What follows belongs to an exercise in optimizing a design on an open flow for small area, a short achievable clock period and few clock cycles per item; a production flow would make more cautious choices.
Where RTL was checked, it was by simulation tests only, not by an equivalence proof against the original.
Function not checked in run 1: the RTL went through the layout flow alone.
Power is estimated from default activity; no workload was simulated.

==> flow/config.mk <==
export PLATFORM = sky130hd
export DESIGN_NAME = kx_line_packer
export DESIGN_NICKNAME = kx_line_packer
export VERILOG_FILES = /design/flow/design.v
export SDC_FILE = /design/flow/constraint.sdc
export NUM_CORES = 4
export LEC_CHECK = 0
export CAP_MARGIN = 20
export CORE_MARGIN = 2
export CORE_UTILIZATION = 40
export CTS_CLUSTER_DIAMETER = 40
export CTS_CLUSTER_SIZE = 8
export SLEW_MARGIN = 20
==> flow/constraint.sdc <==
create_clock -name core_clock -period 13.0 [get_ports {clk}]
set_input_delay 2.6000 -clock core_clock [delete_from_list [all_inputs] [get_ports {clk}]]
set_output_delay 2.6000 -clock core_clock [all_outputs]
set_load 0.01 [all_outputs]
==> flow/design.v <==
module kx_line_packer (
    input  wire        clk,
    input  wire        rst,
    input  wire [11:0] cfg_nozzles,    
    input  wire [3:0]  cfg_def,        
    input  wire [1:0]  cfg_op1,        
    input  wire [1:0]  cfg_op2,
    input  wire [1:0]  cfg_op3,
    input  wire        cfg_mask_en,    
    input  wire [31:0] cfg_sub,        
    input  wire [1:0]  cfg_sub_cap,
    input  wire [11:0] cfg_ovl_hi,     
    input  wire [11:0] cfg_ovl_lo,     
    input  wire        in_valid,
    output wire        in_ready,
    input  wire [3:0]  in_line,        
    input  wire [15:0] in_l0,          
    input  wire [15:0] in_l1,
    input  wire [15:0] in_l2,
    input  wire [15:0] in_l3,
    input  wire [2:0]  in_cov,         
    input  wire [7:0]  in_mask,        
    input  wire [7:0]  in_dead,        
    output reg         out_valid,
    output reg         out_last,
    output reg  [15:0] out_codes
);
    localparam LANES = 8;
    integer i;
    function gt2(input [1:0] a, input [1:0] b);
        gt2 = (a[1] & ~b[1]) | (a[1] & a[0] & ~b[0]) | (~b[1] & a[0] & ~b[0]);
    endfunction
    function [1:0] max2(input [1:0] a, input [1:0] b);
        max2 = gt2(a, b) ? a : b;
    endfunction
    function [1:0] min2(input [1:0] a, input [1:0] b);
        min2 = gt2(b, a) ? a : b;
    endfunction
    function [1:0] apply_layer(input [1:0] v, input [1:0] u, input [1:0] op,
                               input active);
        begin
            apply_layer = v;
            if (active && u != 2'b00) begin
                case (op)
                    2'd0:    apply_layer = u;
                    2'd1:    apply_layer = max2(v, u);
                    2'd2:    apply_layer = 2'b00;
                    default: apply_layer = v;
                endcase
            end
        end
    endfunction
    function [7:0] dither(input [3:0] x, input [3:0] y);
        reg [3:0] a;
        begin
            a = x ^ y;
            dither = {a[0], y[0], a[1], y[1], a[2], y[2], a[3], y[3]};
        end
    endfunction
    function [13:0] add13(input [12:0] x, input [12:0] y, input ci);
        reg [13:0] g, p;
        reg [13:0] gn, pn;
        integer k, l, j;
        begin
            g[0] = ci;
            p[0] = 1'b0;
            for (k = 0; k < 13; k = k + 1) begin
                g[k+1] = x[k] & y[k];
                p[k+1] = x[k] | y[k];
            end
            for (l = 0; l < 4; l = l + 1) begin
                gn = g;
                pn = p;
                for (k = 0; k < 14; k = k + 1) begin
                    if ((k >> l) & 1) begin
                        j = ((k >> l) << l) - 1;
                        gn[k] = g[k] | (p[k] & g[j]);
                        pn[k] = p[k] & p[j];
                    end
                end
                g = gn;
                p = pn;
            end
            for (k = 0; k < 13; k = k + 1)
                add13[k] = x[k] ^ y[k] ^ g[k];
            add13[13] = g[13];
        end
    endfunction
    function ge13(input [12:0] x, input [12:0] y);
        reg [13:0] g, p;
        reg [13:0] gn, pn;
        integer k, l, j;
        begin
            g[0] = 1'b1;
            p[0] = 1'b0;
            for (k = 0; k < 13; k = k + 1) begin
                g[k+1] = x[k] & ~y[k];
                p[k+1] = x[k] | ~y[k];
            end
            for (l = 0; l < 4; l = l + 1) begin
                gn = g;
                pn = p;
                for (k = 0; k < 14; k = k + 1) begin
                    if ((k >> l) & 1) begin
                        j = ((k >> l) << l) - 1;
                        gn[k] = g[k] | (p[k] & g[j]);
                        pn[k] = p[k] & p[j];
                    end
                end
                g = gn;
                p = pn;
            end
            ge13 = g[13];
        end
    endfunction
    function [13:0] radd13(input [12:0] x, input [12:0] y, input ci);
        integer k;
        reg     c;
        begin
            c = ci;
            for (k = 0; k < 13; k = k + 1) begin
                radd13[k] = x[k] ^ y[k] ^ c;
                c = (x[k] & y[k]) | (c & (x[k] ^ y[k]));
            end
            radd13[13] = c;
        end
    endfunction
    function rge13(input [12:0] x, input [12:0] y);
        integer k;
        reg     c;
        begin
            c = 1'b1;
            for (k = 0; k < 13; k = k + 1)
                c = (x[k] == y[k]) ? c : x[k];
            rge13 = c;
        end
    endfunction
    function [25:0] csa13(input [12:0] x, input [12:0] y, input [12:0] z);
        integer k;
        begin
            for (k = 0; k < 13; k = k + 1) begin
                csa13[k]      = x[k] ^ y[k] ^ z[k];
                csa13[13 + k] = (x[k] & y[k]) | (x[k] & z[k]) | (y[k] & z[k]);
            end
        end
    endfunction
    reg  [11:0] r_wlo, r_whi, r_hs;
    reg  [31:0] r_subm;
    wire [13:0] hs_s = add13({1'b0, cfg_nozzles}, ~{1'b0, cfg_ovl_hi}, 1'b1);
    always @(posedge clk) begin
        r_wlo <= cfg_ovl_lo;
        r_whi <= cfg_ovl_hi;
        r_hs  <= hs_s[11:0];                        
        for (i = 0; i < 16; i = i + 1)
            r_subm[2*i +: 2] <= min2(cfg_sub_cap, cfg_sub[2*i +: 2]);
    end
    reg         tbl_ok;
    reg  [4:0]  eng_t;
    reg  [20:0] lo_e1, lo_e2, lo_e3, lo_e4, lo_e8;    
    reg  [20:0] hi_e1, hi_e2, hi_e3, hi_e4, hi_e8;
    reg  [20:0] hi_init;                             
    wire        eng_run  = ~tbl_ok & in_valid;
    wire        eng_isdv = (eng_t >= 5'd1) & (eng_t <= 5'd9);
    wire        eng_div  = eng_run & eng_isdv;
    wire        eng_d0   = (eng_t == 5'd1);
    wire        eng_walk = eng_run & (eng_t >= 5'd10) & (eng_t <= 5'd17);
    wire [3:0]  eng_n    = eng_t[3:0] - 4'd9;        
    wire        eng_done = eng_run & (eng_t == 5'd18);
    wire [3:0]  hi_init_o = 4'd8 - {1'b0, r_hs[2:0]};
    function [20:0] eng_step(input div, input d0, input [20:0] e1,
                             input [20:0] wop, input [11:0] wm1);
        reg [12:0] a, b;
        reg        ci;
        reg [13:0] s;
        reg [25:0] cs;
        reg [13:0] sd;
        reg [13:0] as;
        begin
            a  = div ? (d0 ? 13'd0 : {1'b0, e1[11:0]}) : {1'b0, wop[11:0]};
            b  = (div & d0) ? 13'd0 : {1'b0, e1[11:0]};
            ci = div & d0;
            s  = add13(a, b, ci);
            cs = csa13(a, b, ~{1'b0, wm1});
            sd = add13(cs[12:0], {cs[24:13], ci}, 1'b0);
            as = add13({4'd0, wop[20:12]}, {4'd0, e1[20:12]}, ~sd[12]);
            eng_step[11:0] = sd[12] ? s[11:0] : sd[11:0];
            if (div)
                eng_step[20:12] = {(d0 ? 8'd0 : e1[19:12]), ~sd[12]};
            else
                eng_step[20:12] = as[9] ? 9'h1ff : as[8:0];
        end
    endfunction
    wire [20:0] lo_wop = (eng_n == 4'd1) ? 21'd0 : (eng_n <= 4'd4) ? lo_e4 : lo_e8;
    wire [20:0] hi_wop = (eng_n == 4'd1) ? 21'd0 : (eng_n <= 4'd4) ? hi_e4 : hi_e8;
    wire [20:0] lo_enx = eng_step(eng_isdv, eng_d0, lo_e1, lo_wop, r_wlo);
    wire [20:0] hi_enx = eng_step(eng_isdv, eng_d0, hi_e1, hi_wop, r_whi);
    wire line_idle;
    always @(posedge clk) begin
        if (rst) begin
            tbl_ok <= 1'b0;
            eng_t  <= 5'd0;
        end else begin
            if (eng_run)
                eng_t <= eng_done ? 5'd0 : eng_t + 5'd1;
            if (eng_done)
                tbl_ok <= 1'b1;
            else if (line_idle)
                tbl_ok <= 1'b0;
        end
    end
    always @(posedge clk) begin
        if (eng_div) begin
            lo_e1 <= lo_enx;
            hi_e1 <= hi_enx;
        end
        if (eng_walk && eng_n <= 4'd4) begin
            lo_e4 <= lo_enx;
            lo_e3 <= lo_e4;
            lo_e2 <= lo_e3;
            hi_e4 <= hi_enx;
            hi_e3 <= hi_e4;
            hi_e2 <= hi_e3;
        end
        if (eng_walk && eng_n >= 4'd4) begin
            lo_e8 <= lo_enx;
            hi_e8 <= hi_enx;
        end
        if (eng_walk && eng_n == hi_init_o)
            hi_init <= hi_enx;
    end
    assign in_ready = tbl_ok;
    wire in_fire = in_valid & tbl_ok;
    reg  [8:0] apos;          
    wire [13:0] apos_s  = radd13({4'd0, apos}, 13'd0, 1'b1);
    wire [8:0]  apos_inc = apos_s[8:0];
    wire        f_last  = (apos_inc == cfg_nozzles[11:3]);
    always @(posedge clk) begin
        if (rst)
            apos <= 9'd0;
        else if (in_fire)
            apos <= f_last ? 9'd0 : apos_inc;
    end
    reg  [15:0] s0_code;
    always @(*) begin : stage0
        reg [1:0] v;
        for (i = 0; i < LANES; i = i + 1) begin
            v = cfg_def[0] ? in_l0[2*i +: 2] : 2'b00;
            v = apply_layer(v, in_l1[2*i +: 2], cfg_op1, cfg_def[1] & in_cov[0]);
            v = apply_layer(v, in_l2[2*i +: 2], cfg_op2, cfg_def[2] & in_cov[1]);
            v = apply_layer(v, in_l3[2*i +: 2], cfg_op3, cfg_def[3] & in_cov[2]);
            if (cfg_mask_en && !in_mask[i])
                v = 2'b00;
            s0_code[2*i +: 2] = v;
        end
    end
    reg  [7:0]  lo_t;
    reg  [11:0] lo_rn;
    reg  [7:0]  hi_t;
    reg  [11:0] hi_r;
    function [20:0] fwd_rn(input [7:0] t, input [11:0] rn, input [20:0] e, input [11:0] wm1);
        reg [13:0] d, dw, ts;
        reg [25:0] cs;
        begin
            d  = add13({1'b0, rn}, ~{1'b0, e[11:0]}, 1'b1);
            cs = csa13({1'b0, rn}, ~{1'b0, e[11:0]}, {1'b0, wm1});
            dw = add13(cs[12:0], {cs[24:13], 1'b1}, 1'b1);
            ts = add13({5'd0, t}, {5'd0, e[19:12]}, ~d[13]);
            fwd_rn = {1'b0, ts[7:0], d[13] ? d[11:0] : dw[11:0]};
        end
    endfunction
    function [20:0] back_r(input [7:0] t, input [11:0] r, input [20:0] e, input [11:0] wm1);
        reg [13:0] d, dw, ts;
        reg [25:0] cs;
        begin
            d  = add13({1'b0, r}, ~{1'b0, e[11:0]}, 1'b1);
            cs = csa13({1'b0, r}, ~{1'b0, e[11:0]}, {1'b0, wm1});
            dw = add13(cs[12:0], {cs[24:13], 1'b1}, 1'b1);
            ts = add13({5'd0, t}, ~{5'd0, e[19:12]}, d[13]);
            back_r = {1'b0, ts[7:0], d[13] ? d[11:0] : dw[11:0]};
        end
    endfunction
    function [20:0] fwd_r(input [7:0] t, input [11:0] r, input [20:0] e, input [11:0] wm1);
        reg [13:0] s, sd, ts;
        reg [25:0] cs;
        begin
            s  = add13({1'b0, r}, {1'b0, e[11:0]}, 1'b0);
            cs = csa13({1'b0, r}, {1'b0, e[11:0]}, ~{1'b0, wm1});
            sd = add13(cs[12:0], {cs[24:13], 1'b0}, 1'b0);
            ts = add13({5'd0, t}, {5'd0, e[19:12]}, ~sd[12]);
            fwd_r = {1'b0, ts[7:0], sd[12] ? s[11:0] : sd[11:0]};
        end
    endfunction
    wire [20:0] lo_s3 = fwd_rn(lo_t, lo_rn, lo_e4, r_wlo);
    wire [20:0] lo_s8 = fwd_rn(lo_t, lo_rn, lo_e8, r_wlo);
    wire [20:0] hi_s3 = back_r(hi_t, hi_r, hi_e4, r_whi);
    wire [20:0] hi_f8 = fwd_r(hi_t, hi_r, hi_e8, r_whi);
    wire [5:0] lo_c = {
        ~ge13({1'b0, lo_s3[11:0]}, {1'b0, lo_e3[11:0]}),
        ~ge13({1'b0, lo_s3[11:0]}, {1'b0, lo_e2[11:0]}),
        ~ge13({1'b0, lo_s3[11:0]}, {1'b0, lo_e1[11:0]}),
        ~rge13({1'b0, lo_rn},       {1'b0, lo_e3[11:0]}),
        ~rge13({1'b0, lo_rn},       {1'b0, lo_e2[11:0]}),
        ~rge13({1'b0, lo_rn},       {1'b0, lo_e1[11:0]})};
    wire [5:0] hi_c = {
        ~rge13({1'b0, hi_r},        {1'b0, hi_e1[11:0]}),    
        ~rge13({1'b0, hi_r},        {1'b0, hi_e2[11:0]}),    
        ~rge13({1'b0, hi_r},        {1'b0, hi_e3[11:0]}),    
        ~ge13({1'b0, hi_s3[11:0]}, {1'b0, hi_e1[11:0]}),    
        ~ge13({1'b0, hi_s3[11:0]}, {1'b0, hi_e2[11:0]}),    
        ~ge13({1'b0, hi_s3[11:0]}, {1'b0, hi_e3[11:0]})};   
    wire f_lo_all = ~rge13({4'd0, apos}, {4'd0, r_wlo[11:3]});
    wire f_lo_at  = (apos == r_wlo[11:3]);
    wire f_hi_all = ~rge13({4'd0, r_hs[11:3]}, {4'd0, apos});
    wire f_hi_at  = (apos == r_hs[11:3]);
    always @(posedge clk) begin
        if (eng_done || (in_fire && f_last)) begin
            lo_t  <= 8'd0;
            lo_rn <= r_wlo;
            hi_t  <= hi_init[19:12];
            hi_r  <= hi_init[11:0];
        end else if (in_fire) begin
            lo_t  <= lo_s8[19:12];
            lo_rn <= lo_s8[11:0];
            if (f_hi_all | f_hi_at) begin
                hi_t <= hi_f8[19:12];
                hi_r <= hi_f8[11:0];
            end
        end
    end
    reg              a_valid;
    reg              a_first, a_last, a_pos0;
    reg  [15:0]      a_code;
    reg  [LANES-1:0] a_dead;
    reg  [3:0]       a_x;
    reg  [7:0]       a_lo_tb, a_lo_t3, a_lo_t7, a_hi_t7, a_hi_t3;
    reg  [5:0]       a_lo_c, a_hi_c;
    reg              a_lo_all, a_lo_at, a_hi_all, a_hi_at;
    always @(posedge clk) begin
        if (rst)
            a_valid <= 1'b0;
        else
            a_valid <= in_fire;
        a_first  <= (apos == 9'd0);
        a_last   <= f_last;
        a_pos0   <= apos[0];
        a_code   <= s0_code;
        a_dead   <= in_dead;
        a_x      <= in_line;
        a_lo_tb  <= lo_t;
        a_lo_t3  <= lo_s3[19:12];
        a_lo_t7  <= lo_s8[19:12];
        a_hi_t7  <= hi_t;
        a_hi_t3  <= hi_s3[19:12];
        a_lo_c   <= lo_c;
        a_hi_c   <= hi_c;
        a_lo_all <= f_lo_all;
        a_lo_at  <= f_lo_at;
        a_hi_all <= f_hi_all;
        a_hi_at  <= f_hi_at;
    end
    reg  [8:0] srv_left;      
    function sign11(input [10:0] x, input [10:0] y, input ci);
        reg [13:0] cy;
        begin
            cy = add13({3'd0, x[9:0]}, {3'd0, y[9:0]}, ci);
            sign11 = x[10] ^ y[10] ^ cy[10];
        end
    endfunction
    function lo_kill_f(input [7:0] t, input [8:0] alpha, input c, input [7:0] d);
        reg [25:0] cs;
        begin
            cs = csa13({5'd0, d}, {2'b11, ~{3'd0, t}}, {2'b11, ~{2'd0, alpha}});
            lo_kill_f = ~sign11(cs[10:0], {cs[22:13], ~c}, 1'b1);
        end
    endfunction
    function hi_kill_f(input [7:0] t, input [8:0] alpha, input c, input [7:0] d);
        reg [25:0] cs;
        begin
            cs = csa13({5'd0, t}, {2'b11, ~{3'd0, d}}, {2'b11, ~{2'd0, alpha}});
            hi_kill_f = ~sign11(cs[10:0], {cs[22:13], ~c}, 1'b0);
        end
    endfunction
    reg  [LANES-1:0] s1_served;
    reg  [LANES-1:0] s1_keep;
    reg  [3:0]  pcnt;
    reg  [13:0] srv_d;
    always @(*) begin : stage1
        reg [3:0]  y;
        reg [13:0] ys;
        reg [7:0]  d;
        reg        in_lo, in_hi, lo_kill, hi_kill;
        pcnt = 4'd0;
        for (i = 0; i < LANES; i = i + 1) begin
            s1_served[i] = a_dead[i] & ((|srv_left[8:3]) | (pcnt[2:0] < srv_left[2:0]));
            pcnt = pcnt + {3'd0, a_dead[i]};
            y = {a_pos0, i[2:0]};
            d = dither(a_x, y);
            in_lo = a_lo_all | (a_lo_at & (i[2:0] < r_wlo[2:0]));
            case (i)
                0: lo_kill = lo_kill_f(a_lo_tb, lo_e1[20:12], a_lo_c[0], d);
                1: lo_kill = lo_kill_f(a_lo_tb, lo_e2[20:12], a_lo_c[1], d);
                2: lo_kill = lo_kill_f(a_lo_tb, lo_e3[20:12], a_lo_c[2], d);
                3: lo_kill = rge13({5'd0, d}, {5'd0, a_lo_t3});
                4: lo_kill = lo_kill_f(a_lo_t3, lo_e1[20:12], a_lo_c[3], d);
                5: lo_kill = lo_kill_f(a_lo_t3, lo_e2[20:12], a_lo_c[4], d);
                6: lo_kill = lo_kill_f(a_lo_t3, lo_e3[20:12], a_lo_c[5], d);
                default: lo_kill = rge13({5'd0, d}, {5'd0, a_lo_t7});
            endcase
            ys = radd13({9'd0, a_pos0, i[2:0]}, {9'd0, r_whi[3:0]}, 1'b0);
            y = ys[3:0];
            d = dither(a_x, y);
            in_hi = a_hi_all | (a_hi_at & (i[2:0] >= r_hs[2:0]));
            case (i)
                0: hi_kill = hi_kill_f(a_hi_t3, hi_e3[20:12], a_hi_c[0], d);
                1: hi_kill = hi_kill_f(a_hi_t3, hi_e2[20:12], a_hi_c[1], d);
                2: hi_kill = hi_kill_f(a_hi_t3, hi_e1[20:12], a_hi_c[2], d);
                3: hi_kill = ~rge13({5'd0, d}, {5'd0, a_hi_t3});
                4: hi_kill = hi_kill_f(a_hi_t7, hi_e3[20:12], a_hi_c[3], d);
                5: hi_kill = hi_kill_f(a_hi_t7, hi_e2[20:12], a_hi_c[4], d);
                6: hi_kill = hi_kill_f(a_hi_t7, hi_e1[20:12], a_hi_c[5], d);
                default: hi_kill = ~rge13({5'd0, d}, {5'd0, a_hi_t7});
            endcase
            s1_keep[i] = ~(in_lo & lo_kill) & ~(in_hi & hi_kill);
        end
        srv_d = radd13({4'd0, srv_left}, ~{9'd0, pcnt}, 1'b1);
    end
    always @(posedge clk) begin
        if (rst)
            srv_left <= 9'd256;
        else if (a_valid)
            srv_left <= a_last ? 9'd256 : srv_d[13] ? srv_d[8:0] : 9'd0;
    end
    reg              b_valid;
    reg              b_first;
    reg              b_last;
    reg  [15:0]      b_code;
    reg  [LANES-1:0] b_dead;
    reg  [LANES-1:0] b_served;
    reg  [LANES-1:0] b_keep;
    reg  [1:0]       l_code;
    reg              l_dead;
    reg              l_served;
    wire b_out = b_valid & (b_last | a_valid);
    assign line_idle = ~a_valid & ~b_valid & ~out_valid & ~in_fire;
    reg  [1:0] nb_code   [0:LANES+1];
    reg        nb_dead   [0:LANES+1];
    reg        nb_served [0:LANES+1];
    reg  [1:0] rs_up     [0:LANES+1];    
    reg  [1:0] rs_dn     [0:LANES+1];    
    reg  [15:0] s2_codes;
    always @(*) begin : stage2
        reg [3:0] idx;
        reg [1:0] r;
        reg [1:0] o;
        integer   n;
        nb_code[0]   = l_code;
        nb_dead[0]   = l_dead & ~b_first;
        nb_served[0] = l_served & ~b_first;
        for (n = 0; n < LANES; n = n + 1) begin
            nb_code[n+1]   = b_code[2*n +: 2];
            nb_dead[n+1]   = b_dead[n];
            nb_served[n+1] = b_served[n];
        end
        nb_code[LANES+1]   = a_code[1:0];
        nb_dead[LANES+1]   = a_dead[0] & ~b_last;
        nb_served[LANES+1] = a_dead[0] & (|srv_left) & ~b_last;
        for (n = 0; n <= LANES + 1; n = n + 1) begin
            rs_up[n] = 2'b00;
            rs_dn[n] = 2'b00;
        end
        for (n = 0; n <= LANES; n = n + 1) begin
            idx = nb_dead[n] ? {nb_code[n], nb_code[n+1]} : {nb_code[n+1], nb_code[n]};
            r   = r_subm[2*idx +: 2];
            if (nb_served[n] && nb_code[n] != 2'b00)
                rs_dn[n+1] = r;
            if (nb_served[n+1] && nb_code[n+1] != 2'b00)
                rs_up[n] = r;
        end
        for (n = 1; n <= LANES; n = n + 1) begin
            o = max2(nb_code[n], max2(rs_dn[n], rs_up[n]));
            if (nb_dead[n] || !b_keep[n-1])
                o = 2'b00;
            s2_codes[2*(n-1) +: 2] = o;
        end
    end
    always @(posedge clk) begin
        if (rst) begin
            b_valid   <= 1'b0;
            out_valid <= 1'b0;
        end else begin
            out_valid <= b_out;
            if (a_valid)
                b_valid <= 1'b1;
            else if (b_out)
                b_valid <= 1'b0;
        end
    end
    always @(posedge clk) begin
        if (b_out) begin
            out_codes <= s2_codes;
            out_last  <= b_last;
            l_code    <= b_code[15:14];
            l_dead    <= b_dead[LANES-1];
            l_served  <= b_served[LANES-1];
        end
        if (a_valid) begin
            b_first  <= a_first;
            b_last   <= a_last;
            b_code   <= a_code;
            b_dead   <= a_dead;
            b_served <= s1_served;
            b_keep   <= s1_keep;
        end
    end
endmodule
==> flow/run.sh <==
#!/bin/bash
# synth_recipe.tcl (not shown) runs the flow's synth.tcl, then flattens the netlist and writes it again
# the make line also repeats each setting of config.mk as NAME=value (left out here)
make -C /OpenROAD-flow-scripts/flow DESIGN_CONFIG=/design/flow/config.mk WORK_HOME=/design/flow/orfs CLKGATE_MAP_FILE= SYNTH_SCRIPT=/design/flow/synth_recipe.tcl finish
==> PnR_summary.wiki, run 1 <==
{| class="wikitable"
! Metric !! Value
|-
| Endpoint class of the critical path || flop
|-
| Cells after synthesis || slightly above 4000
|-
| Overall die area || 105000 µm²
|-
| Starting density of the core || between 40% and 50%
|-
| GR Overflow Total || 0
|-
| Pin count of the biggest net entering global routing || just under 60
|-
| I/O Buffers || 189
|-
| Max capacitance violation total || 0
|-
| Post-DR vias/cell || approximately 5.2
|-
| GPL Wtd Cong || about 0.85
|-
| First-pass GRT wire length || 171000 µm
|-
| Seq cells post-synth || slightly above 500
|-
| Number of synthesized flops with an enable pin || 325
|-
| Final slew viol count || 0
|-
| Overall fraction of global-route tracks in use || between 20% and 30%
|-
| Hold-fix buffers at CTS || 0
|-
| Area of the multi-input gates || between 20000 and 25000 µm²
|-
| Fraction of the yosys area taken by sequential cells || about a third
|-
| Delay of the slowest critical-path stage || about 830 ps
|-
| Cell Area, Synth || slightly above 40000 µm²
|-
| Worst-path cell with the longest stage delay || a211oi_4
|-
| Estimated wirelength of the detail-placed design || between 80000 and 90000 µm
|-
| Unrepaired setup endpoints after global routing || false
|-
| Worst slew pin tran || approximately 1100 ps
|-
| Wirelength per Cell || a little under 20 µm
|-
| Leading cell type in the layout, fill and taps excluded || inv_1
|-
| Max Root-Sink Buffers || 3
|-
| Final routed DRC violation total || 0
|-
| Average instance area after synthesis || 10.1 µm²
|-
| Start-to-end type of the worst setup path || reg2reg
|-
| Finished Layout Cells || roughly 5700
|-
| TritonCTS clock tree || yes
|-
| Post-CTS clock slew at the launch and capture registers of the worst setup and hold paths || approximately 50 ps
|-
| Final setup vio count || 0
|-
| Smallest setup slack after layout || roughly 4700 ps
|-
| Aggregate routed wire length || ~110000 µm
|-
| WP buf/inv || 3
|-
| Endpoints failing hold || 0
|-
| Post-synthesis async set-or-reset flop share || 0%
|-
| Number of warnings reported in the yosys synthesis log || 6
|-
| Power consumption || about 7 mW
|-
| Antenna viol nets, final || 0
|-
| Leak pwr || around 20 nW
|-
| Cell at the root of the clock tree || clkbuf_16
|-
| Critical Path RT || about 13000 ps
|-
| Sinks on the clock net || between 500 and 600
|-
| Total cell area at the placement stage || 44500 µm²
|-
| Peak VDD IR || 0.134 mV
|-
| Total power per unit cell area || about 150 nW/µm²
|-
| Smallest hold slack || 373 ps
|-
| Filler cell count || about 9500
|-
| P&R area growth vs syn || 16.9%
|-
| Total CTS buffers || between 100 and 150
|-
| Setup TNS Final || 0 ps
|-
| Post-placement worst setup slack || 4730 ps
|-
| Netlist cell types || 85
|-
| Top fanout value on the critical path || 26
|-
| CP arrival || between 8000 and 9000 ps
|-
| Total nets after synthesis || roughly 4900
|-
| Kind of cell adding the most delay to the critical path || compound AO/OA/AOI/OAI gates
|-
| Share of layout cells above drive strength 1 || under 10%
|-
| Number of nets in the final layout || between 5000 and 6000
|-
| Storage element area || between 10000 and 15000 µm²
|-
| Outcome || no timing/DRC/antenna violations
|-
| Post-CTS Setup Repair Bufs || 0
|-
| Number of top-level design ports || 190
|-
| Number of rows created at floorplan || roughly 120
|-
| Number of DRC violations after detailed-routing iteration 0 || approximately 2400
|-
| Chip Height || approximately 320 µm
|-
| Fmax || ~120 MHz
|-
| Vias after detailed routing || around 30000
|-
| H-Tree Level Count || 3
|-
| Clock latency (worst-skew pair) || 670 ps
|-
| Worst rel slew slack || 27.9%
|-
| Most used flip-flop cell after synthesis || edfxtp_1
|-
| Crit start category || flop
|-
| Shortest period the worst path allows || 8310 ps
|-
| CTS resizes || 0
|-
| Share of the core filled with cells || 47.1%
|-
| Number of antenna violations at the first check in global routing || 4
|-
| Number of placed instances with taps included || between 5000 and 6000
|-
| Most frequent cells in the layout || inv_1, ha_1, edfxtp_1
|-
| Count of TritonRoute iterations in the first routing pass || 6
|-
| Core box area || between 100000 and 150000 µm²
|-
| Share of the clock period used by the worst path after layout || 64.0%
|-
| Max Clock Skew || just under 30 ps
|-
| Summed area of non-filler cells in the final layout || 47900 µm²
|-
| Horiz. Die Dim || around 320 µm
|-
| Kind of path behind the tightest hold check || reg2reg
|-
| Vias in the first global route || 29982
|}
## metal layers
metal / wire length [µm] / vias to the layer above / track usage, %
met2: 52900 / 934 / 36.1
met3: 6840 / 184 / 3.58
li1: - / 14380 / -
met5: 13 / - / 0
met4: 2880 / 2 / 5.80
met1: 47900 / 14349 / 27.5
## final cells by class
| type | count | share of cell area, % |
|---|---|---|
| clock buffer | 143 | 5.97 |
| tap | 1368 | 3.58 |
| multi-input combinational | 2839 | 51.9 |
| clock inverter | 45 | 0.920 |
| sequential | 515 | 28.3 |
| antenna | 1 | 0.00523 |
| inverter | 592 | 4.87 |
| timing repair buffer | 219 | 4.42 |
## cell families after synthesis
group | after synthesis | share of synthesized area, %
AOI/OAI and AO/OA | 834 | 12.6
xor gates and xnor gates | 200 | 4.31
and+or+nand+nor | 853 | 9.95
buffers and inverters | 680 | 6.51
muxes | 168 | 6.33
DFF | 515 | 33.1
adders and majority gates | 784 | 27.2
## where the power goes
part,internal [mW],total (mW),switching [mW]
clock,1.63,2.51,0.887
combinational,0.923,2.24,1.31
sequential,2.09,2.25,0.160
total,4.64,7.00,2.36
## registers in the layout, indices dropped and copies added, names as in the netlist, 20 cells and up
signal and flops:
hi_e8 21, lo_e4 21, lo_e1 21, hi_e1 21
lo_e3 21, r_subm 32, hi_e4 21, hi_e2 21
hi_e3 21, hi_init 20, lo_e2 21, lo_e8 21
## worst paths after layout
| path | slack [ps] | start | depth (start not counted) | endpoint |
|---|---|---|---|---|
| setup / recovery | 4690 | eng_t[2] | 33 | hi_e4[18] |
| hold / removal | 370 | hi_t[0] | 0 | a_hi_t7[0] |
| setup reg to reg | 4690 | eng_t[2] | 33 | hi_e4[18] |
| hold reg to reg | 370 | hi_t[0] | 0 | a_hi_t7[0] |
## Yosys cell counts, drive strengths merged, types with 12 or more instances
library cell | instances | area [µm²]
a211oi | 37 | 278
a21o | 13 | 97.6
a21oi | 255 | 1280
a221oi | 12 | 105
a22oi | 18 | 135
a31oi | 24 | 150
and2 | 39 | 245
clkbuf | 83 | 312
dfxtp | 190 | 3800
edfxtp | 325 | 9760
fa | 208 | 4160
ha | 446 | 5580
inv | 580 | 2180
maj3 | 130 | 1380
mux2i | 89 | 891
mux4 | 72 | 1620
nand2 | 284 | 1070
nand2b | 53 | 332
nand3 | 32 | 160
nand3b | 16 | 120
nor2 | 227 | 852
nor2b | 78 | 488
nor3 | 34 | 170
nor3b | 12 | 90.1
nor4b | 17 | 149
o211ai | 12 | 90.1
o21a | 23 | 173
o21ai | 246 | 1230
o21bai | 59 | 443
o22ai | 22 | 138
o31ai | 14 | 105
or2 | 26 | 163
xnor2 | 120 | 1050
xor2 | 79 | 692
## worst reg2reg max path, delay by kind of cell, from the launching register on
family          cells  cell delay, ps
xor+xnor            1             130
compound gates     19            4870
fa+ha+maj           3             950
flops               1             580
simple gates        7             730
buf+inv             3             840
==> run 2: changes to the inputs <==
--- a/flow/design.v
+++ b/flow/design.v
@@ -160,29 +160,27 @@
     reg  [20:0] hi_e1, hi_e2, hi_e3, hi_e4, hi_e8;
     reg  [20:0] hi_init;                             
     wire        eng_run  = ~tbl_ok & in_valid;
-    wire        eng_isdv = (eng_t >= 5'd1) & (eng_t <= 5'd9);
-    wire        eng_div  = eng_run & eng_isdv;
-    wire        eng_d0   = (eng_t == 5'd1);
-    wire        eng_walk = eng_run & (eng_t >= 5'd10) & (eng_t <= 5'd17);
-    wire [3:0]  eng_n    = eng_t[3:0] - 4'd9;        
-    wire        eng_done = eng_run & (eng_t == 5'd18);
+    wire [4:0]  eng_tn   = (eng_t == 5'd19) ? 5'd0 : eng_t + 5'd1;
+    wire [3:0]  eng_nn   = eng_tn[3:0] - 4'd10;      
     wire [3:0]  hi_init_o = 4'd8 - {1'b0, r_hs[2:0]};
+    reg         eng_isdv, eng_d0, eng_iswk, eng_n1, eng_le4, eng_ge4, eng_icap, eng_last;
+    wire        eng_div  = eng_run & eng_isdv;
+    wire        eng_walk = eng_run & eng_iswk;
+    wire        eng_done = eng_run & eng_last;
     function [20:0] eng_step(input div, input d0, input [20:0] e1,
-                             input [20:0] wop, input [11:0] wm1);
-        reg [12:0] a, b;
-        reg        ci;
-        reg [13:0] s;
-        reg [25:0] cs;
-        reg [13:0] sd;
-        reg [13:0] as;
+                             input [12:0] e1m, input [20:0] wop, input [11:0] wm1);
+        reg [12:0] x, y, z;
+        reg [13:0] s, sd;
+        reg [13:0] as, as0, as1;
         begin
-            a  = div ? (d0 ? 13'd0 : {1'b0, e1[11:0]}) : {1'b0, wop[11:0]};
-            b  = (div & d0) ? 13'd0 : {1'b0, e1[11:0]};
-            ci = div & d0;
-            s  = add13(a, b, ci);
-            cs = csa13(a, b, ~{1'b0, wm1});
-            sd = add13(cs[12:0], {cs[24:13], ci}, 1'b0);
-            as = add13({4'd0, wop[20:12]}, {4'd0, e1[20:12]}, ~sd[12]);
+            x  = div ? {(d0 ? 12'd0 : e1[11:0]), d0} : {1'b0, wop[11:0]};
+            y  = div ? 13'd0 : {1'b0, e1[11:0]};
+            z  = div ? ~{1'b0, wm1} : e1m;
+            s  = add13(x, y, 1'b0);
+            sd = add13(x, z, 1'b0);
+            as0 = add13({4'd0, wop[20:12]}, {4'd0, e1[20:12]}, 1'b0);
+            as1 = add13({4'd0, wop[20:12]}, {4'd0, e1[20:12]}, 1'b1);
+            as  = sd[12] ? as0 : as1;
             eng_step[11:0] = sd[12] ? s[11:0] : sd[11:0];
             if (div)
                 eng_step[20:12] = {(d0 ? 8'd0 : e1[19:12]), ~sd[12]};
@@ -190,18 +188,38 @@
                 eng_step[20:12] = as[9] ? 9'h1ff : as[8:0];
         end
     endfunction
-    wire [20:0] lo_wop = (eng_n == 4'd1) ? 21'd0 : (eng_n <= 4'd4) ? lo_e4 : lo_e8;
-    wire [20:0] hi_wop = (eng_n == 4'd1) ? 21'd0 : (eng_n <= 4'd4) ? hi_e4 : hi_e8;
-    wire [20:0] lo_enx = eng_step(eng_isdv, eng_d0, lo_e1, lo_wop, r_wlo);
-    wire [20:0] hi_enx = eng_step(eng_isdv, eng_d0, hi_e1, hi_wop, r_whi);
+    reg  [12:0] lo_e1m, hi_e1m;
+    wire [20:0] lo_wop = eng_n1 ? 21'd0 : eng_le4 ? lo_e4 : lo_e8;
+    wire [20:0] hi_wop = eng_n1 ? 21'd0 : eng_le4 ? hi_e4 : hi_e8;
+    wire [20:0] lo_enx = eng_step(eng_isdv, eng_d0, lo_e1, lo_e1m, lo_wop, r_wlo);
+    wire [20:0] hi_enx = eng_step(eng_isdv, eng_d0, hi_e1, hi_e1m, hi_wop, r_whi);
+    wire [13:0] lo_e1m_s = add13({1'b0, lo_e1[11:0]}, ~{1'b0, r_wlo}, 1'b0);
+    wire [13:0] hi_e1m_s = add13({1'b0, hi_e1[11:0]}, ~{1'b0, r_whi}, 1'b0);
     wire line_idle;
     always @(posedge clk) begin
         if (rst) begin
-            tbl_ok <= 1'b0;
-            eng_t  <= 5'd0;
+            tbl_ok   <= 1'b0;
+            eng_t    <= 5'd0;
+            eng_isdv <= 1'b0;
+            eng_d0   <= 1'b0;
+            eng_iswk <= 1'b0;
+            eng_n1   <= 1'b0;
+            eng_le4  <= 1'b0;
+            eng_ge4  <= 1'b0;
+            eng_icap <= 1'b0;
+            eng_last <= 1'b0;
         end else begin
-            if (eng_run)
-                eng_t <= eng_done ? 5'd0 : eng_t + 5'd1;
+            if (eng_run) begin
+                eng_t    <= eng_tn;
+                eng_isdv <= (eng_tn >= 5'd1) & (eng_tn <= 5'd9);
+                eng_d0   <= (eng_tn == 5'd1);
+                eng_iswk <= (eng_tn >= 5'd11) & (eng_tn <= 5'd18);
+                eng_n1   <= (eng_tn == 5'd11);
+                eng_le4  <= (eng_tn <= 5'd14);
+                eng_ge4  <= (eng_tn >= 5'd14);
+                eng_icap <= (eng_tn >= 5'd11) & (eng_tn <= 5'd18) & (eng_nn == hi_init_o);
+                eng_last <= (eng_tn == 5'd19);
+            end
             if (eng_done)
                 tbl_ok <= 1'b1;
             else if (line_idle)
@@ -213,7 +231,9 @@
             lo_e1 <= lo_enx;
             hi_e1 <= hi_enx;
         end
-        if (eng_walk && eng_n <= 4'd4) begin
+        lo_e1m <= lo_e1m_s[12:0];
+        hi_e1m <= hi_e1m_s[12:0];
+        if (eng_walk && eng_le4) begin
             lo_e4 <= lo_enx;
             lo_e3 <= lo_e4;
             lo_e2 <= lo_e3;
@@ -221,11 +241,11 @@
             hi_e3 <= hi_e4;
             hi_e2 <= hi_e3;
         end
-        if (eng_walk && eng_n >= 4'd4) begin
+        if (eng_walk && eng_ge4) begin
             lo_e8 <= lo_enx;
             hi_e8 <= hi_enx;
         end
-        if (eng_walk && eng_n == hi_init_o)
+        if (eng_walk && eng_icap)
             hi_init <= hi_enx;
     end
     assign in_ready = tbl_ok;
@@ -258,36 +278,39 @@
     reg  [7:0]  hi_t;
     reg  [11:0] hi_r;
     function [20:0] fwd_rn(input [7:0] t, input [11:0] rn, input [20:0] e, input [11:0] wm1);
-        reg [13:0] d, dw, ts;
+        reg [13:0] d, dw, ts, t1;
         reg [25:0] cs;
         begin
             d  = add13({1'b0, rn}, ~{1'b0, e[11:0]}, 1'b1);
             cs = csa13({1'b0, rn}, ~{1'b0, e[11:0]}, {1'b0, wm1});
             dw = add13(cs[12:0], {cs[24:13], 1'b1}, 1'b1);
-            ts = add13({5'd0, t}, {5'd0, e[19:12]}, ~d[13]);
-            fwd_rn = {1'b0, ts[7:0], d[13] ? d[11:0] : dw[11:0]};
+            ts = add13({5'd0, t}, {5'd0, e[19:12]}, 1'b0);
+            t1 = add13({5'd0, t}, {5'd0, e[19:12]}, 1'b1);
+            fwd_rn = {1'b0, d[13] ? ts[7:0] : t1[7:0], d[13] ? d[11:0] : dw[11:0]};
         end
     endfunction
     function [20:0] back_r(input [7:0] t, input [11:0] r, input [20:0] e, input [11:0] wm1);
-        reg [13:0] d, dw, ts;
+        reg [13:0] d, dw, ts, t1;
         reg [25:0] cs;
         begin
             d  = add13({1'b0, r}, ~{1'b0, e[11:0]}, 1'b1);
             cs = csa13({1'b0, r}, ~{1'b0, e[11:0]}, {1'b0, wm1});
             dw = add13(cs[12:0], {cs[24:13], 1'b1}, 1'b1);
-            ts = add13({5'd0, t}, ~{5'd0, e[19:12]}, d[13]);
-            back_r = {1'b0, ts[7:0], d[13] ? d[11:0] : dw[11:0]};
+            ts = add13({5'd0, t}, ~{5'd0, e[19:12]}, 1'b0);
+            t1 = add13({5'd0, t}, ~{5'd0, e[19:12]}, 1'b1);
+            back_r = {1'b0, d[13] ? t1[7:0] : ts[7:0], d[13] ? d[11:0] : dw[11:0]};
         end
     endfunction
     function [20:0] fwd_r(input [7:0] t, input [11:0] r, input [20:0] e, input [11:0] wm1);
-        reg [13:0] s, sd, ts;
+        reg [13:0] s, sd, ts, t1;
         reg [25:0] cs;
         begin
             s  = add13({1'b0, r}, {1'b0, e[11:0]}, 1'b0);
             cs = csa13({1'b0, r}, {1'b0, e[11:0]}, ~{1'b0, wm1});
             sd = add13(cs[12:0], {cs[24:13], 1'b0}, 1'b0);
-            ts = add13({5'd0, t}, {5'd0, e[19:12]}, ~sd[12]);
-            fwd_r = {1'b0, ts[7:0], sd[12] ? s[11:0] : sd[11:0]};
+            ts = add13({5'd0, t}, {5'd0, e[19:12]}, 1'b0);
+            t1 = add13({5'd0, t}, {5'd0, e[19:12]}, 1'b1);
+            fwd_r = {1'b0, sd[12] ? ts[7:0] : t1[7:0], sd[12] ? s[11:0] : sd[11:0]};
         end
     endfunction
     wire [20:0] lo_s3 = fwd_rn(lo_t, lo_rn, lo_e4, r_wlo);
@@ -332,6 +355,7 @@
     reg  [15:0]      a_code;
     reg  [LANES-1:0] a_dead;
     reg  [3:0]       a_x;
+    reg  [3:0]       a_pop;       
     reg  [7:0]       a_lo_tb, a_lo_t3, a_lo_t7, a_hi_t7, a_hi_t3;
     reg  [5:0]       a_lo_c, a_hi_c;
     reg              a_lo_all, a_lo_at, a_hi_all, a_hi_at;
@@ -345,6 +369,8 @@
         a_pos0   <= apos[0];
         a_code   <= s0_code;
         a_dead   <= in_dead;
+        a_pop    <= {3'd0, in_dead[0]} + {3'd0, in_dead[1]} + {3'd0, in_dead[2]} + {3'd0, in_dead[3]}
+                  + {3'd0, in_dead[4]} + {3'd0, in_dead[5]} + {3'd0, in_dead[6]} + {3'd0, in_dead[7]};
         a_x      <= in_line;
         a_lo_tb  <= lo_t;
         a_lo_t3  <= lo_s3[19:12];
@@ -422,7 +448,7 @@
             endcase
             s1_keep[i] = ~(in_lo & lo_kill) & ~(in_hi & hi_kill);
         end
-        srv_d = radd13({4'd0, srv_left}, ~{9'd0, pcnt}, 1'b1);
+        srv_d = radd13({4'd0, srv_left}, ~{9'd0, a_pop}, 1'b1);
     end
     always @(posedge clk) begin
         if (rst)
==> PnR_summary.wiki, run 2 <==
{| class="wikitable"
! Metric !! Value
|-
| Outcome || no timing/DRC/antenna violations
|-
| Max FFs per register || 32
|-
| Final slew viol count || 0
|-
| Total nets after synthesis || just over 5000
|-
| Number of top-level design ports || 190
|-
| Aggregate routed wire length || 117000 µm
|-
| Endpoints failing hold || 0
|-
| Antenna viol nets, final || 0
|-
| Worst rel slew slack || 26.3%
|-
| Post-DR vias/cell || ~5.3
|-
| Seq cells post-synth || between 500 and 600
|-
| Pin count of the biggest net entering global routing || 69
|-
| Top fanout value on the critical path || 34
|-
| Setup slack on the worst flop-to-flop path || approximately 7700 ps
|-
| Fmax || about 190 MHz
|-
| Smallest setup slack after layout || between 7000 and 8000 ps
|-
| GR Overflow Total || 0
|-
| Crit start category || flop
|-
| Library cell occupying the most area in the post-synthesis netlist || edfxtp_1
|-
| P&R area growth vs syn || 16.7%
|-
| Clock latency (worst-skew pair) || between 600 and 700 ps
|-
| Overall die area || 111000 µm²
|-
| Endpoint class of the critical path || flop
|-
| Post-synthesis async set-or-reset flop share || 0%
|-
| Worst flop-to-flop path startpoint || eng_isdv
|-
| Core box area || between 100000 and 150000 µm²
|-
| Post-CTS clock slew at the launch and capture registers of the worst setup and hold paths || 50 ps
|-
| Worst r2r path cells || 18
|-
| Leading cell type in the layout, fill and taps excluded || inv_1
|-
| First-pass GRT wire length || 184000 µm
|-
| Critical Path RT || 13400 ps
|-
| CTS resizes || 0
|-
| Average instance area after synthesis || approximately 10 µm²
|-
| Share of layout cells above drive strength 1 || 7.87%
|-
| Top-area cell type share of the netlist area || a little under a quarter
|-
| Number of rows created at floorplan || 120
|-
| Filler cell count || about 10000
|-
| Hold-fix buffers at CTS || 0
|-
| Worst setup startpoint || eng_isdv
|-
| Total CTS buffers || between 100 and 150
|-
| Max capacitance violation total || 0
|-
| Vias in the first global route || about 33000
|-
| Share of the clock period used by the worst path after layout || 40.9%
|-
| Max Clock Skew || just under 40 ps
|-
| Kind of path behind the tightest hold check || reg2reg
|-
| Final routed DRC violation total || 0
|-
| Leak pwr || 21.4 nW
|-
| Horiz. Die Dim || ~330 µm
|-
| Most used flip-flop cell after synthesis || edfxtp_1
|-
| Starting density of the core || 40.4%
|-
| CP arrival || 5720 ps
|-
| Worst reg2reg endpoint || lo_e4[16]
|-
| Main area contributors after synthesis || edfxtp_1, ha_1, dfxtp_1, fa_1, inv_1
|-
| Most frequent cells in the layout || inv_1, ha_1, edfxtp_1
|-
| Vias after detailed routing || ~32000
|-
| I/O Buffers || about 190
|-
| Total power per unit cell area || roughly 130 nW/µm²
|-
| Number of antenna violations at the first check in global routing || 3
|-
| Number of nets in the final layout || 5403
|-
| Estimated wirelength of the detail-placed design || roughly 90000 µm
|-
| Wirelength per Cell || 19.4 µm
|-
| GPL Wtd Cong || 0.893
|-
| Cells after synthesis || 4317
|-
| Timing endpoint of the critical path || lo_e4[16]
|-
| Worst slew pin tran || between 1000 and 1500 ps
|-
| Most numerous cell types in the synthesized netlist || inv_1, ha_1, edfxtp_1, a21oi_1, nand2_1
|-
| Cell at the root of the clock tree || clkbuf_16
|-
| Number of synthesized flops with an enable pin || 325
|-
| H-Tree Level Count || 3
|-
| Peak VDD IR || around 0.11 mV
|-
| Shortest period the worst path allows || around 5300 ps
|-
| Max Root-Sink Buffers || 3
|-
| Post-CTS Setup Repair Bufs || 0
|-
| Number of DRC violations after detailed-routing iteration 0 || between 2000 and 2500
|-
| Setup TNS Final || 0 ps
|-
| Register with the most flip-flops || r_subm
|-
| Fraction of the yosys area taken by sequential cells || 33.1%
|-
| Cell Area, Synth || 43300 µm²
|-
| Netlist cell types || between 70 and 80
|-
| TritonCTS clock tree || yes
|-
| Overall fraction of global-route tracks in use || a little over a fifth
|-
| Post-placement worst setup slack || between 6000 and 7000 ps
|-
| Number of warnings reported in the yosys synthesis log || 6
|-
| Start-to-end type of the worst setup path || reg2reg
|-
| Count of TritonRoute iterations in the first routing pass || 6
|-
| Chip Height || between 300 and 400 µm
|-
| Cell with the most instances after synthesis || inv_1
|-
| Unrepaired setup endpoints after global routing || false
|-
| Sinks on the clock net || between 500 and 600
|-
| Final setup vio count || 0
|}
-- run 2: cell types whose count changed after synthesis, moves of 32 or more --
cell     previous run  this run
mux2i_1            89       126
dfxtp_1           190       228
maj3_1             71       103
ha_1              446       499
o21ai_1           121         4
maj3_2             59        25
inv_1             561       612
o21ai_0           125       239
-- run 2: power breakdown --
part           internal (mW)  switching (mW)  total (mW)
Combinational          0.734           0.978        1.71
Clock                   1.81           0.963        2.77
Sequential              2.12           0.157        2.27
-- run 2: metal layers --
| metal | GRT usage [%] | vias up | routed length, µm |
|---|---|---|---|
| met5 | 0 | - | 11 |
| met4 | 5.65 | 2 | 2760 |
| met3 | 3.27 | 197 | 6960 |
| met2 | 35.0 | 1029 | 55000 |
| met1 | 28.4 | 15428 | 52600 |
| li1 | - | 15407 | - |
-- run 2: how the worst min path moves through the flow --
stage | from | endpoint | slack (ps) | cells after the start
2_1_floorplan | lo_t[0] | a_lo_tb[0] | 370 | 0
3_3_place_gp | a_code[5] | b_code[5] | 390 | 0
3_5_place_dp | lo_t[4] | a_lo_tb[4] | 390 | 0
4_1_cts | lo_t[4] | a_lo_tb[4] | 390 | 0
5_1_grt | lo_t[4] | a_lo_tb[4] | 400 | 0
6_report | a_code[5] | b_code[5] | 390 | 0
-- run 2: worst max-delay path: stages, from the launching register on --
cell      delay [ps]
dfxtp_4          600
nor2b_4          410
buf_4            410
nand2_1          100
o21a_1           150
ha_1             230
nor3_1           220
nand2b_1          80
nor4_1           410
o211ai_1         200
a21oi_1          270
xnor2_2          200
mux2i_1          180
a21oi_1          290
o31ai_1          170
a221oi_1         520
buf_2            280
a21oi_1           80
a21o_1           210
-- run 2: cell type report --
type	instances	area [µm²]	share of cell area, %
well taps	1403	1760	3.47
inverters	612	2300	4.54
multi-input cells	3051	26400	52.2
flip-flops and latches	553	14300	28.3
diodes	1	2.50	0.00495
clock buffers	154	3120	6.18
repair buffers	220	2120	4.19
clock inverters	46	546	1.08
-- run 2: logic make-up (layout without fill, tap and decap cells) --
group / after synthesis / count (layout) / share of synthesized area [%]
compound gates: 936 / 936 / 13.5
xor+xnor: 218 / 218 / 4.44
fa+ha+maj: 815 / 815 / 26.1
buf+inv: 713 / 1032 / 6.18
flops: 553 / 553 / 33.1
mux: 211 / 211 / 6.99
other cells: 0 / 1 / 0
simple gates: 871 / 871 / 9.70
-- run 2: metrics by stage --
stage / instances / hold WS, ps / total power [mW] / instance area [µm²] / util (%)
2_1_floorplan: 4317 / 371 / 3.46 / 43300 / -
3_3_place_gp: 5836 / 386 / 3.98 / 46800 / 43.7
3_5_place_dp: 5837 / 385 / 4.01 / 46900 / 43.7
4_1_cts: 6037 / 393 / 6.81 / 50500 / 47.1
5_1_grt: 6039 / 399 / 7.13 / 50600 / 47.2
6_report: 6040 / 395 / 6.76 / 50600 / 47.2
Testbench counts of run 2, summed over its fixed seeds: cycles 25,312, beats 24,576.
==> run 3: changes to the inputs <==
--- a/flow/design.v
+++ b/flow/design.v
@@ -159,7 +159,7 @@
     reg  [20:0] lo_e1, lo_e2, lo_e3, lo_e4, lo_e8;    
     reg  [20:0] hi_e1, hi_e2, hi_e3, hi_e4, hi_e8;
     reg  [20:0] hi_init;                             
-    wire        eng_run  = ~tbl_ok & in_valid;
+    wire        eng_run  = ~tbl_ok & (in_valid | (eng_t != 5'd0));
     wire [4:0]  eng_tn   = (eng_t == 5'd19) ? 5'd0 : eng_t + 5'd1;
     wire [3:0]  eng_nn   = eng_tn[3:0] - 4'd10;      
     wire [3:0]  hi_init_o = 4'd8 - {1'b0, r_hs[2:0]};
--- a/flow/config.mk
+++ b/flow/config.mk
@@ -5,6 +5,7 @@
 export SDC_FILE = /design/flow/constraint.sdc
 export NUM_CORES = 4
 export LEC_CHECK = 0
+export ABC_AREA = 1
 export CAP_MARGIN = 20
 export CORE_MARGIN = 2
 export CORE_UTILIZATION = 40
==> PnR_summary.wiki, run 3 <==
{| class="wikitable"
! Metric !! Value
|-
| Unrepaired setup endpoints after global routing || false
|-
| Number of rows created at floorplan || between 100 and 150
|-
| Fraction of the yosys area taken by sequential cells || between 30% and 40%
|-
| Vias after detailed routing || 37740
|-
| Final setup vio count || 0
|-
| Post-DR vias/cell || about 5
|-
| Post-CTS clock slew at the launch and capture registers of the worst setup and hold paths || approximately 50 ps
|-
| Crit start category || input pin
|-
| Total cell area at the placement stage || between 40000 and 50000 µm²
|-
| Worst setup startpoint || in_valid
|-
| Seq cells post-synth || 553
|-
| Hold-fix buffers at CTS || 0
|-
| Max Clock Skew || ~22 ps
|-
| Total power per unit cell area || 233 nW/µm²
|-
| WP buf/inv || 4
|-
| Main area contributors after synthesis || edfxtp_1, ha_1, dfxtp_1, inv_1, nand2_1
|-
| Core box area || about 110000 µm²
|-
| Clock latency (worst-skew pair) || around 660 ps
|-
| Worst reg2reg endpoint || hi_e8[9]
|-
| Max capacitance violation total || 0
|-
| Netlist cell types || 65
|-
| Critical path, cell by cell || clkdlybuf4s50_1, nor2_1, nand3_1, nand2_1, inv_1, nand2_1, nor2_4, buf_4, buf_4
|-
| Sinks on the clock net || ~550
|-
| Endpoint class of the critical path || flop
|-
| Average instance area after synthesis || approximately 8.0 µm²
|-
| CTS resizes || 0
|-
| Smallest setup slack after layout || 6660 ps
|-
| GPL Wtd Cong || about 0.9
|-
| Kind of path behind the tightest hold check || reg2reg
|-
| Fmax || about 160 MHz
|-
| Count of TritonRoute iterations in the first routing pass || 6
|-
| Power consumption || 12.1 mW
|-
| Post-placement worst setup slack || 5990 ps
|-
| TritonCTS clock tree || yes
|-
| Most numerous cell types in the synthesized netlist || inv_1, nand2_1, ha_1, o21ai_0, nor2_1
|-
| Setup slack on the worst flop-to-flop path || between 7000 and 8000 ps
|-
| Delay of the slowest critical-path stage || 820 ps
|-
| H-Tree Level Count || 3
|-
| Share of layout cells above drive strength 1 || about 5.2%
|-
| Post-synthesis async set-or-reset flop share || 0%
|-
| Starting density of the core || between 40% and 50%
|-
| Top-area cell type share of the netlist area || ~22%
|-
| Start-to-end type of the worst setup path || in2reg
|-
| Kind of cell adding the most delay to the critical path || buffers and inverters
|-
| GR Overflow Total || 0
|-
| Endpoints failing hold || 0
|-
| Number of antenna violations at the first check in global routing || 4
|-
| Shortest period the worst path allows || around 6300 ps
|-
| Estimated wirelength of the detail-placed design || roughly 100000 µm
|-
| Overall die area || about 110000 µm²
|-
| Max FFs per register || 32
|-
| Worst-path cell with the longest stage delay || nor2_4
|-
| Critical Path RT || 13270 ps
|-
| Number of DRC violations after detailed-routing iteration 0 || 2775
|-
| Wirelength per Cell || between 15 and 20 µm
|-
| Finished Layout Cells || between 7000 and 8000
|-
| Number of warnings reported in the yosys synthesis log || 6
|-
| Pin count of the biggest net entering global routing || 56
|-
| Horiz. Die Dim || approximately 340 µm
|-
| Register with the most flip-flops || r_subm
|-
| Peak VDD IR || 0.146 mV
|-
| Critical path depth in cells || 9
|-
| Max Root-Sink Buffers || 3
|-
| Total nets after synthesis || 6450
|-
| Final routed DRC violation total || 0
|-
| Post-CTS Setup Repair Bufs || 0
|-
| Most used flip-flop cell after synthesis || edfxtp_1
|-
| Final slew viol count || 0
|-
| Timing endpoint of the critical path || hi_e2[8]
|-
| Cell Area, Synth || 44800 µm²
|-
| Most frequent cells in the layout || inv_1, nand2_1, ha_1
|-
| Worst rel slew slack || between 20% and 30%
|-
| Cells after synthesis || between 5000 and 6000
|-
| Number of synthesized flops with an enable pin || around 330
|-
| Setup TNS Final || 0 ps
|-
| Number of top-level design ports || 190
|-
| First-pass GRT wire length || 203000 µm
|-
| Number of nets in the final layout || 6656
|-
| Overall fraction of global-route tracks in use || approximately 22%
|-
| Worst r2r path cells || 19
|-
| Outcome || no timing/DRC/antenna violations
|-
| Cell at the root of the clock tree || clkbuf_16
|-
| Antenna viol nets, final || 0
|-
| Cell with the most instances after synthesis || inv_1
|-
| Chip Height || around 340 µm
|-
| Summed area of non-filler cells in the final layout || 51800 µm²
|-
| CP arrival || between 6000 and 7000 ps
|-
| Aggregate routed wire length || between 100000 and 150000 µm
|-
| Top fanout value on the critical path || 55
|-
| Vias in the first global route || 36272
|-
| Worst slew pin tran || between 1000 and 1500 ps
|-
| Leak pwr || 24.2 nW
|-
| Library cell occupying the most area in the post-synthesis netlist || edfxtp_1
|-
| Leading cell type in the layout, fill and taps excluded || inv_1
|-
| Share of the clock period used by the worst path after layout || between 40% and 50%
|-
| Total CTS buffers || around 110
|-
| P&R area growth vs syn || 15.6%
|-
| Number of placed instances with taps included || 7177
|-
| Worst flop-to-flop path startpoint || eng_isdv
|-
| I/O Buffers || about 190
|}
[run 3: how the worst min path moves through the flow]
stage          startpoint         end  slack [ps]  cells past startpoint
3_3_place_gp      lo_t[2]  a_lo_tb[2]         390                      0
4_1_cts           lo_t[2]  a_lo_tb[2]         400                      0
3_5_place_dp    a_code[3]   b_code[3]         390                      0
6_report        a_code[8]   b_code[8]         400                      0
5_1_grt         a_code[3]   b_code[3]         400                      0
2_1_floorplan     lo_t[0]  a_lo_tb[0]         370                      0
[run 3: area by class of cell]
type / instances / area [µm²]
inverters: 1049 / 3940
diodes: 4 / 10.0
fillers: 10877 / 59100
multi-input cells: 3866 / 26000
well taps: 1488 / 1860
repair buffers: 221 / 2130
clock inverters: 38 / 362
clock buffers: 160 / 3140
flip-flops and latches: 553 / 14300
[run 3: cells by family after synthesis]
logic type                 Yosys count  share of synthesized area [%]
DFF                                553                           32.0
and+or+nand+nor                   1840                           17.3
xor gates and xnor gates           182                           3.56
buffers and inverters             1172                           10.0
AOI/OAI and AO/OA                 1155                           14.7
adders and majority gates          689                           22.4
[run 3: report_power, final]
group / switching (mW) / internal (mW)
clock: 0.930 / 1.74
sequential: 0.381 / 2.67
combinational: 4.13 / 2.22
[run 3: through the flow]
step                      util [%]  hold slack (ps)
after floorplan                  -              371
after global placement        43.5              387
after detailed placement      43.5              389
after CTS                     46.7              400
after global routing          46.7              403
final                         46.7              400
[run 3: routing by layer]
layer / routed length (µm) / GRT usage, % / share of wire (%) / vias up
li1: - / - / - / 18626
met1: 58800 / 30.6 / 45 / 17816
met2: 60700 / 36.8 / 46 / 1067
met3: 7470 / 2.55 / 5.7 / 231
met4: 3900 / 7.51 / 3.0 / 0
met5: 0 / 0 / 0 / -
[run 3: worst reg2reg max path: stages (launching register included)]
cell	delay, ps
dfxtp_2	830
inv_2	70
nor2_1	170
inv_2	180
buf_4	310
o21ai_0	880
inv_1	180
ha_1	260
nor2_1	80
nand3_1	100
nand2_2	110
nand2_1	70
nand2_2	180
nand2_2	140
nand2_2	120
nand2_2	60
nand2_1	60
buf_4	250
inv_1	250
o21ai_0	700
Testbench counts of run 3, summed over its fixed seeds: cycles 25,312, beats 24,576.
==> run 4: changes to the inputs <==
--- a/flow/design.v
+++ b/flow/design.v
@@ -146,11 +146,19 @@
     endfunction
     reg  [11:0] r_wlo, r_whi, r_hs;
     reg  [31:0] r_subm;
+    reg  [3:0]  r_def;
+    reg  [1:0]  r_op1, r_op2, r_op3;
+    reg         r_mask_en;
     wire [13:0] hs_s = add13({1'b0, cfg_nozzles}, ~{1'b0, cfg_ovl_hi}, 1'b1);
     always @(posedge clk) begin
         r_wlo <= cfg_ovl_lo;
         r_whi <= cfg_ovl_hi;
         r_hs  <= hs_s[11:0];                        
+        r_def     <= cfg_def;
+        r_op1     <= cfg_op1;
+        r_op2     <= cfg_op2;
+        r_op3     <= cfg_op3;
+        r_mask_en <= cfg_mask_en;
         for (i = 0; i < 16; i = i + 1)
             r_subm[2*i +: 2] <= min2(cfg_sub_cap, cfg_sub[2*i +: 2]);
     end
@@ -164,9 +172,9 @@
     wire [3:0]  eng_nn   = eng_tn[3:0] - 4'd10;      
     wire [3:0]  hi_init_o = 4'd8 - {1'b0, r_hs[2:0]};
     reg         eng_isdv, eng_d0, eng_iswk, eng_n1, eng_le4, eng_ge4, eng_icap, eng_last;
-    wire        eng_div  = eng_run & eng_isdv;
-    wire        eng_walk = eng_run & eng_iswk;
-    wire        eng_done = eng_run & eng_last;
+    wire        eng_div  = ~tbl_ok & eng_isdv;
+    wire        eng_walk = ~tbl_ok & eng_iswk;
+    wire        eng_done = ~tbl_ok & eng_last;
     function [20:0] eng_step(input div, input d0, input [20:0] e1,
                              input [12:0] e1m, input [20:0] wop, input [11:0] wm1);
         reg [12:0] x, y, z;
@@ -264,11 +272,11 @@
     always @(*) begin : stage0
         reg [1:0] v;
         for (i = 0; i < LANES; i = i + 1) begin
-            v = cfg_def[0] ? in_l0[2*i +: 2] : 2'b00;
-            v = apply_layer(v, in_l1[2*i +: 2], cfg_op1, cfg_def[1] & in_cov[0]);
-            v = apply_layer(v, in_l2[2*i +: 2], cfg_op2, cfg_def[2] & in_cov[1]);
-            v = apply_layer(v, in_l3[2*i +: 2], cfg_op3, cfg_def[3] & in_cov[2]);
-            if (cfg_mask_en && !in_mask[i])
+            v = r_def[0] ? in_l0[2*i +: 2] : 2'b00;
+            v = apply_layer(v, in_l1[2*i +: 2], r_op1, r_def[1] & in_cov[0]);
+            v = apply_layer(v, in_l2[2*i +: 2], r_op2, r_def[2] & in_cov[1]);
+            v = apply_layer(v, in_l3[2*i +: 2], r_op3, r_def[3] & in_cov[2]);
+            if (r_mask_en && !in_mask[i])
                 v = 2'b00;
             s0_code[2*i +: 2] = v;
         end
==> flow/config.mk (replaced) <==
export PLATFORM = sky130hd
export DESIGN_NAME = kx_line_packer
export DESIGN_NICKNAME = kx_line_packer
export VERILOG_FILES = /design/flow/design.v
export SDC_FILE = /design/flow/constraint.sdc
export NUM_CORES = 4
export LEC_CHECK = 0
export CAP_MARGIN = 20
export CORE_MARGIN = 2
export CORE_UTILIZATION = 40
export CTS_BUF_LIST = sky130_fd_sc_hd__clkbuf_8 sky130_fd_sc_hd__clkbuf_16
export CTS_CLUSTER_DIAMETER = 60
export CTS_CLUSTER_SIZE = 16
export SLEW_MARGIN = 20
==> PnR_summary.wiki, run 4 <==
{| class="wikitable"
! Metric !! Value
|-
| Worst rel slew slack || 27.0%
|-
| Pin count of the biggest net entering global routing || approximately 70
|-
| Vias after detailed routing || about 32000
|-
| Number of antenna violations at the first check in global routing || 3
|-
| Unrepaired setup endpoints after global routing || false
|-
| Layer carrying the most global-route usage || met2
|-
| Hold Path Depth || 0
|-
| First-pass GRT wire length || approximately 180000 µm
|-
| Number of diodes added for antenna fixing || 0
|-
| Max Root-Sink Buffers || 3
|-
| Worst slew pin tran || approximately 1100 ps
|-
| Most frequent cells in the layout || inv_1, ha_1, edfxtp_1
|-
| Endpoints failing hold || 0
|-
| Final routed DRC violation total || 0
|-
| P&R area growth vs syn || 14.3%
|-
| Global-route met3 utilization || under 10%
|-
| Top fanout value on the critical path || 29
|-
| Register with the most flip-flops || r_subm
|-
| Delay of the slowest critical-path stage || between 700 and 800 ps
|-
| Leading cell type in the layout, fill and taps excluded || inv_1
|-
| H-Tree Level Count || 3
|-
| Number of nets in the final layout || ~5400
|-
| Hold-fix buffers at CTS || 0
|-
| GPL Wtd Cong || approximately 0.89
|-
| Timing endpoint of the critical path || lo_e4[19]
|-
| Final setup vio count || 0
|-
| Max FFs per register || 32
|-
| Worst reg2reg endpoint || lo_e4[19]
|-
| Endpoint class of the critical path || flop
|-
| Number of rows created at floorplan || 121
|-
| Outcome || no timing/DRC/antenna violations
|-
| TritonCTS clock tree || yes
|-
| Global-route track usage on met2 || a little over a third
|-
| Clock latency (worst-skew pair) || 650 ps
|-
| Library cell occupying the most area in the post-synthesis netlist || edfxtp_1
|-
| Count of TritonRoute iterations in the first routing pass || 6
|-
| Peak VDD IR || 0.142 mV
|-
| Share of the core filled with cells || 45.9%
|-
| Worst-path cell with the longest stage delay || and3_1
|-
| Critical Path RT || between 10000 and 15000 ps
|-
| Antenna viol nets, final || 0
|-
| Seq cells post-synth || 564
|-
| Worst r2r path cells || 17
|-
| Post-synthesis async set-or-reset flop share || 0%
|-
| Aggregate routed wire length || 118000 µm
|-
| Worst setup startpoint || eng_le4
|-
| GR met1 Demand/Resource || approximately 28%
|-
| Overall fraction of global-route tracks in use || approximately a fifth
|-
| Kind of path behind the tightest hold check || reg2reg
|-
| Filler cell count || 10119
|-
| Critical path depth in cells || 17
|-
| Post-CTS clock slew at the launch and capture registers of the worst setup and hold paths || about 60 ps
|-
| Number of DRC violations after detailed-routing iteration 0 || roughly 2300
|-
| Max Clock Skew || ~32 ps
|-
| CTS resizes || 0
|-
| Wirelength per Cell || 19.7 µm
|-
| Smallest hold slack || roughly 400 ps
|-
| Fraction of the yosys area taken by sequential cells || about a third
|-
| Cell with the most instances after synthesis || inv_1
|-
| Post-DR vias/cell || 5.32
|-
| Chip Height || roughly 330 µm
|-
| Sinks on the clock net || approximately 560
|-
| Netlist cell types || 84
|-
| WP buf/inv || 2
|-
| Worst flop-to-flop path startpoint || eng_le4
|-
| Cell at the root of the clock tree || clkbuf_16
|-
| Number of top-level design ports || 190
|-
| Leak pwr || 20.9 nW
|-
| Total nets after synthesis || between 5000 and 6000
|-
| Kind of cell adding the most delay to the critical path || simple AND/OR/NAND/NOR gates
|-
| Starting density of the core || about 40%
|-
| I/O Buffers || ~190
|-
| Main area contributors after synthesis || edfxtp_1, ha_1, dfxtp_1, fa_1, inv_1
|-
| Max capacitance violation total || 0
|-
| Start-to-end type of the worst setup path || reg2reg
|-
| Overall die area || between 100000 and 150000 µm²
|-
| Setup slack on the worst flop-to-flop path || between 7000 and 8000 ps
|-
| Total CTS buffers || 75
|-
| Share of layout cells above drive strength 1 || between 7 and 8%
|-
| Vias in the first global route || ~32000
|-
| GR Overflow Total || 0
|-
| Crit start category || flop
|-
| Average instance area after synthesis || around 10 µm²
|-
| Fmax || about 170 MHz
|-
| Power consumption || 10.4 mW
|-
| Setup TNS Final || 0 ps
|-
| Area of the multi-input gates || approximately 26000 µm²
|-
| Core box area || 108000 µm²
|-
| Critical path, cell by cell || buf_4, mux2i_1, o21a_1, inv_1, ha_1, a211oi_1, nor2b_1, or4b_1, o221ai_1, or3_1, and3_1, o2111ai_1, a31oi_1, a21o_1, fa_1, nor2_1, o21ai_0
|-
| Total power per unit cell area || between 200 and 250 nW/µm²
|-
| Horiz. Die Dim || roughly 330 µm
|-
| Number of warnings reported in the yosys synthesis log || 6
|-
| Estimated wirelength of the detail-placed design || 90200 µm
|-
| Share of the clock period used by the worst path after layout || around 45%
|-
| Final slew viol count || 0
|-
| Cell Area, Synth || between 40000 and 50000 µm²
|-
| CP arrival || approximately 6200 ps
|-
| Number of synthesized flops with an enable pin || between 300 and 400
|-
| Top-area cell type share of the netlist area || 22.4%
|-
| Storage element area || approximately 15000 µm²
|-
| Most used flip-flop cell after synthesis || edfxtp_1
|-
| Shortest period the worst path allows || 5840 ps
|-
| Cells after synthesis || ~4300
|-
| Post-CTS Setup Repair Bufs || 0
|-
| Most numerous cell types in the synthesized netlist || inv_1, ha_1, edfxtp_1, a21oi_1, nor2_1
|}
run 4: report_power, final:
part,internal (mW),switching [mW]
logic,2.12,2.99
registers,2.66,0.477
clock network,1.21,0.959
run 4: worst min-delay path by stage:
stage | start | end | slack, ps
floorplan | lo_t[0] | a_lo_tb[0] | 370
global placement | a_code[9] | b_code[9] | 390
detailed placement | a_code[4] | b_code[4] | 390
CTS | a_code[4] | b_code[4] | 400
global route | a_code[15] | b_code[15] | 410
finish | a_code[4] | b_code[4] | 400
run 4: routing by layer:
layer  routed length, µm  up-vias
li1                    -    15335
met1               52900    15421
met2               55100      869
met3                6250      193
met4                3510        0
met5                   0        -
run 4: kinds of logic after synthesis:
logic type,synth area share [%]
DFF,33.4
AOI/OAI and AO/OA,12.9
xor gates and xnor gates,4.26
and+or+nand+nor,10.1
buffers and inverters,6.08
adders and majority gates,26.1
muxes,7.14
run 4: metrics by stage:
stage | std cells | setup slack, ps | area, µm²
2_1_floorplan | 4307 | 8000 | 43500
6_report | 5984 | 7160 | 49800
3_5_place_dp | 5844 | 7110 | 47100
3_3_place_gp | 5844 | 7200 | 47100
4_1_cts | 5984 | 7160 | 49700
5_1_grt | 5984 | 6610 | 49800
run 4: cell type report:
| class | instances | area share (%) |
|---|---|---|
| Timing Repair Buffer | 216 | 4.21 |
| Clock inverter | 59 | 1.29 |
| Sequential cell | 564 | 29.2 |
| Inverter | 607 | 4.61 |
| Clock buffer | 81 | 4.01 |
| Multi-Input combinational cell | 3043 | 53.1 |
| Tap cell | 1414 | 3.56 |
Testbench counts of run 4, summed over its fixed seeds: cycles 25,312, beats 24,576.

==> re-timing with driven ports <==
The results above use ideal ports. As a check the final layouts listed here were re-extracted and re-timed, cells and wires unchanged.
Step 1: set_driving_cell puts a clkbuf_16 on clk and a buf_2 on each other input, an assumption about the parent block.
Step 2, shift: input delay + t, output delay - t, t = (earliest + latest rising clock arrival at the registers) / 2. This alone moves slack from input paths to output paths.
a / b / c = no drivers / after step 1 / after step 2; a / b = the first two.
run | t, ns | setup WS [ns]
run 1 | 0.720 | 4.686 / 4.686 / 4.686
run 2 | 0.729 | 7.680 / 7.680 / 7.099
run 3 | 0.718 | 6.659 / 6.691 / 5.973
run 4 | 0.708 | 7.159 / 7.159 / 7.023
After both steps every run listed still meets setup and hold.
